Context: an optimization exercise on an open-source flow, tuned for small area, a short achievable clock period and few clock cycles per item. The choices shown serve that exercise and are no tape-out recipe. Function was checked by simulation only, so behaviour that the tests miss may differ from the original.

// post_requant
module post_requant (
    input  wire        clk,
    input  wire        rst,         
    input  wire        in_valid,
    output reg         in_ready,
    input  wire [1:0]  in_otype,
    input  wire [31:0] in_acc,
    input  wire [31:0] in_bias,
    input  wire [31:0] in_m,
    input  wire [5:0]  in_rs,
    input  wire [15:0] in_zp,
    input  wire [15:0] in_qmin,
    input  wire [15:0] in_qmax,
    output reg         out_valid,
    input  wire        out_ready,
    output wire [31:0] out_y
);
Size in the first run: roughly 5,300 cells after synthesis, ~790 flip-flops, roughly 190 I/O pins.
clock: 20.0 ns
lec_check: 0
cap_margin: 20
core_margin: 2
core_utilization: 50
slew_margin: 20
standard.sh (not shown) runs the stock make flow with config.mk's settings and CLKGATE_MAP_FILE= SYNTH_SCRIPT=/design/flow/synth_recipe.tcl, a recipe that flattens the netlist after the stock synthesis.
==> flow/flow/run.sh <==
#!/bin/bash
# The standard layout (the standard.sh: standard synthesis, floorplan,
# placement, CTS, routing), with ORFS's timing repair aimed at a setup margin
# so that it works towards a shorter period than the 20 ns clock needs.
# The clock, the constraints and the synthesis are the standard ones.
set -euo pipefail
MARGIN=$(cat flow/margin.txt)
bash standard.sh SETUP_SLACK_MARGIN=$MARGIN finish > flow_standard.log 2>&1
==> flow/flow/margin.txt <==
14.8
The first run finished with timing, DRC and antenna clean.
Testbench counts at the start, summed over its fixed seeds: cycles 32,040, items 32,000.
Then changed:
==> flow/flow/run.sh (replaced) <==
#!/bin/bash
# The standard layout (the standard.sh: standard synthesis, floorplan,
# placement, CTS, routing) with two changes to how ORFS makes it:
#  - its timing repair aims at a setup margin (flow/margin.txt), so that it
#    works towards a shorter period than the 20 ns clock needs;
#  - the port buffers that buffer_ports inserts on every input and output
#    are sky130_fd_sc_hd__buf_2 cells instead of delay-buffer cells.
# The clock, the constraints and the synthesis are the standard ones.
set -euo pipefail
MARGIN=$(cat flow/margin.txt)
bash standard.sh SETUP_SLACK_MARGIN=$MARGIN \
  "BUFFER_PORTS_ARGS=-buffer_cell sky130_fd_sc_hd__buf_2" finish > flow_standard.log 2>&1
--- a/flow/config.mk
+++ b/flow/config.mk
@@ -10,0 +11,2 @@
+export CTS_CLUSTER_DIAMETER = 60
+export CTS_CLUSTER_SIZE = 30
Result: The new run finished with timing, DRC and antenna clean. Global-route usage rose by 0.11 points. Sequential share of layout area goes up by 0.60 points. Core utilization falls by 1.1 points. Critical path depth is unchanged. Worst hold slack improves by 0.0080 ns. Final area shrinks by 2.0%. Cell count drops by 0.47%. Via count climbs by 0.53%. Count of clock-buffer cells in the layout went down by 43. Worst setup slack got worse by 0.062 ns.
Then changed:
==> flow/flow/run.sh (replaced) <==
#!/bin/bash
# The standard layout (the standard.sh: standard synthesis, floorplan,
# placement, CTS, routing), with ORFS's timing repair aimed at a setup margin
# so that it works towards a shorter period than the 20 ns clock needs.
# The clock, the constraints and the synthesis are the standard ones.
set -euo pipefail
MARGIN=$(cat flow/margin.txt)
bash standard.sh SETUP_SLACK_MARGIN=$MARGIN finish > flow_standard.log 2>&1
After rerunning: The changed run finished clean; count of clock-buffer cells in the layout went down by 4; non-clock buffer count does not change; final area went up slightly.


## run Z
Starting RTL as in the previous note.
==> flow/design.v (excerpt) <==
module post_requant (
    input  wire        clk,
    input  wire        rst,         
    input  wire        in_valid,
    output reg         in_ready,
    input  wire [1:0]  in_otype,
    input  wire [31:0] in_acc,
    input  wire [31:0] in_bias,
    input  wire [31:0] in_m,
    input  wire [5:0]  in_rs,
    input  wire [15:0] in_zp,
    input  wire [15:0] in_qmin,
    input  wire [15:0] in_qmax,
    output reg         out_valid,
    input  wire        out_ready,
    output wire [31:0] out_y
);
    wire take = in_valid && in_ready;
    wire give = out_valid && out_ready;
    reg  [5:0] n_th;
    wire [5:0] n_inc = {n_th[4:0], 1'b1};
    wire [5:0] n_dec = {1'b0, n_th[5:1]};
    wire [5:0] n_vr  = (in_ready & ~out_valid) ? n_inc : (out_valid & ~in_ready) ? n_dec : n_th;
    wire [5:0] n_v   = in_ready  ? n_inc : n_th;
    wire [5:0] n_r   = out_valid ? n_dec : n_th;
    wire [5:0] n_th_next = in_valid ? (out_ready ? n_vr : n_v) : (out_ready ? n_r : n_th);
    always @(posedge clk) begin
        if (rst) begin
            n_th     <= 6'd0;
            in_ready <= 1'b0;
        end else begin
            n_th     <= n_th_next;
            in_ready <= give | ~(n_th[5] | (take & n_th[4]));
        end
    end
    reg        v1;
    reg        a_is3;
    reg [31:0] a_acc;
    reg [31:0] a_bias;
    reg [31:0] a_m;
    reg [5:0]  a_rs;
    reg [15:0] a_zp;
    reg [15:0] a_qmin;
    reg [15:0] a_qmax;
    wire in_is3 = (in_otype == 2'd3);
    always @(posedge clk) begin
        if (rst) v1 <= 1'b0;
        else     v1 <= take;
        a_is3  <= in_is3;
        a_acc  <= in_acc;
        a_bias <= in_bias;
        a_m    <= in_is3 ? 32'd1 : in_m;
        a_rs   <= in_rs;
        a_zp   <= in_zp;
        a_qmin <= in_qmin;
        a_qmax <= in_qmax;
    end
    wire [32:0] t_sum;
  wire ta_g0 = a_acc[0] & a_bias[0];
  wire ta_p0 = a_acc[0] ^ a_bias[0];
  ...
export LEC_CHECK = 0
export CAP_MARGIN = 20
export CORE_MARGIN = 2
export CORE_UTILIZATION = 50
export CTS_CLUSTER_DIAMETER = 60
export CTS_CLUSTER_SIZE = 30
export PLACE_DENSITY = 0.75
export SLEW_MARGIN = 20
create_clock -name core_clock -period 20.0 [get_ports {clk}]
==> flow/flow/run.sh <==
#!/bin/bash
# The standard layout (the standard.sh: standard synthesis, floorplan,
# placement, CTS, routing) with two changes to how ORFS makes it:
#  - its timing repair aims at a setup margin (flow/margin.txt), so that it
#    works towards a shorter period than the 20 ns clock needs;
#  - the port buffers that buffer_ports inserts on every input and output
#    are sky130_fd_sc_hd__buf_2 cells instead of delay-buffer cells.
# The clock, the constraints and the synthesis are the standard ones.
set -euo pipefail
MARGIN=$(cat flow/margin.txt)
bash standard.sh SETUP_SLACK_MARGIN=$MARGIN \
  "BUFFER_PORTS_ARGS=-buffer_cell sky130_fd_sc_hd__buf_2" finish > flow_standard.log 2>&1
Scripts as last shown in full above: flow/flow/margin.txt
The final layout from run Z, which completed every stage, passed the timing, DRC and antenna checks at the end of the flow.
Testbench counts of run Z, summed over its fixed seeds: cycles 32,040, items 32,000.
Changes in run F relative to run Z:
- CTS_CLUSTER_SIZE no longer set, was 30
- CORE_UTILIZATION now 60, was 50
- PLACE_DENSITY no longer set, was 0.75
- CTS_CLUSTER_DIAMETER no longer set, was 60
==> flow/flow/run.sh <==
#!/bin/bash
# The standard layout (the standard.sh: standard synthesis, floorplan,
# placement, CTS, routing), with ORFS's timing repair aimed at a setup margin
# so that it works towards a shorter period than the 20 ns clock needs.
# The clock, the constraints and the synthesis are the standard ones.
set -euo pipefail
MARGIN=$(cat flow/margin.txt)
bash standard.sh SETUP_SLACK_MARGIN=$MARGIN finish > flow_standard.log 2>&1
==> comparison <==
Area overhead of the layout relative to synthesis (higher): run F
Cmp run F vs run Z: slew at the pin with the worst max-slew slack lower in run F
For run Z, the end point of the critical path was out_y[7], unlike run F, where it was out_y[9].
Delta (run F minus run Z): area occupied by multi-input gates saw little to no change, clock slew at the register clock pins of the worst setup and hold paths decreased 50 ps.
Cmp run F and run Z / final critical-path required period / higher: run Z
Per the comparison of run F with run Z, non-filler instance count after layout fell by 2.8%.
Run F against run Z: relative area of non-clock buffer cells in the final design shows an increase of 1.4 points; via count down 583; met3 track utilization from global routing up 1.7 points.

-- re-timing with driven ports --
In the flow no input, the clock included, has a driving cell. The finished layouts below were timed again as built, in two steps.
Step 1 assumes that a clkbuf_16 drives the clock port and a buf_2 every other input.
Step 2 adds t to the input delays and takes it off the output delays; t is the mean of the earliest and latest rising clock arrival at the registers after step 1. Input paths then give back, and output paths get back, about the clock's delay inside the block.
Three values: ideal ports, drivers, drivers and shift; two values: the first two.
| run | t (ns) | setup slack, ns | worst setup path at the end |
|---|---|---|---|
| the first run of note 1 | 0.755 | 14.757 / 14.685 / 14.287 | input to register |
| the second run of note 1 | 0.760 | 14.695 / 14.615 / 14.548 | input to register |
| the third run of note 1 | 0.762 | 14.754 / 14.679 / 14.262 | input to register |
| run Z | 0.741 | 14.741 / 14.670 / 14.580 | input to register |
| run F | 0.728 | 14.767 / 14.699 / 14.277 | input to register |
After both steps setup and hold are still met in every run listed. The setup slack of the third run of note 1, which loses most, moves by -0.075 ns with the drivers and by -0.492 ns with both steps.
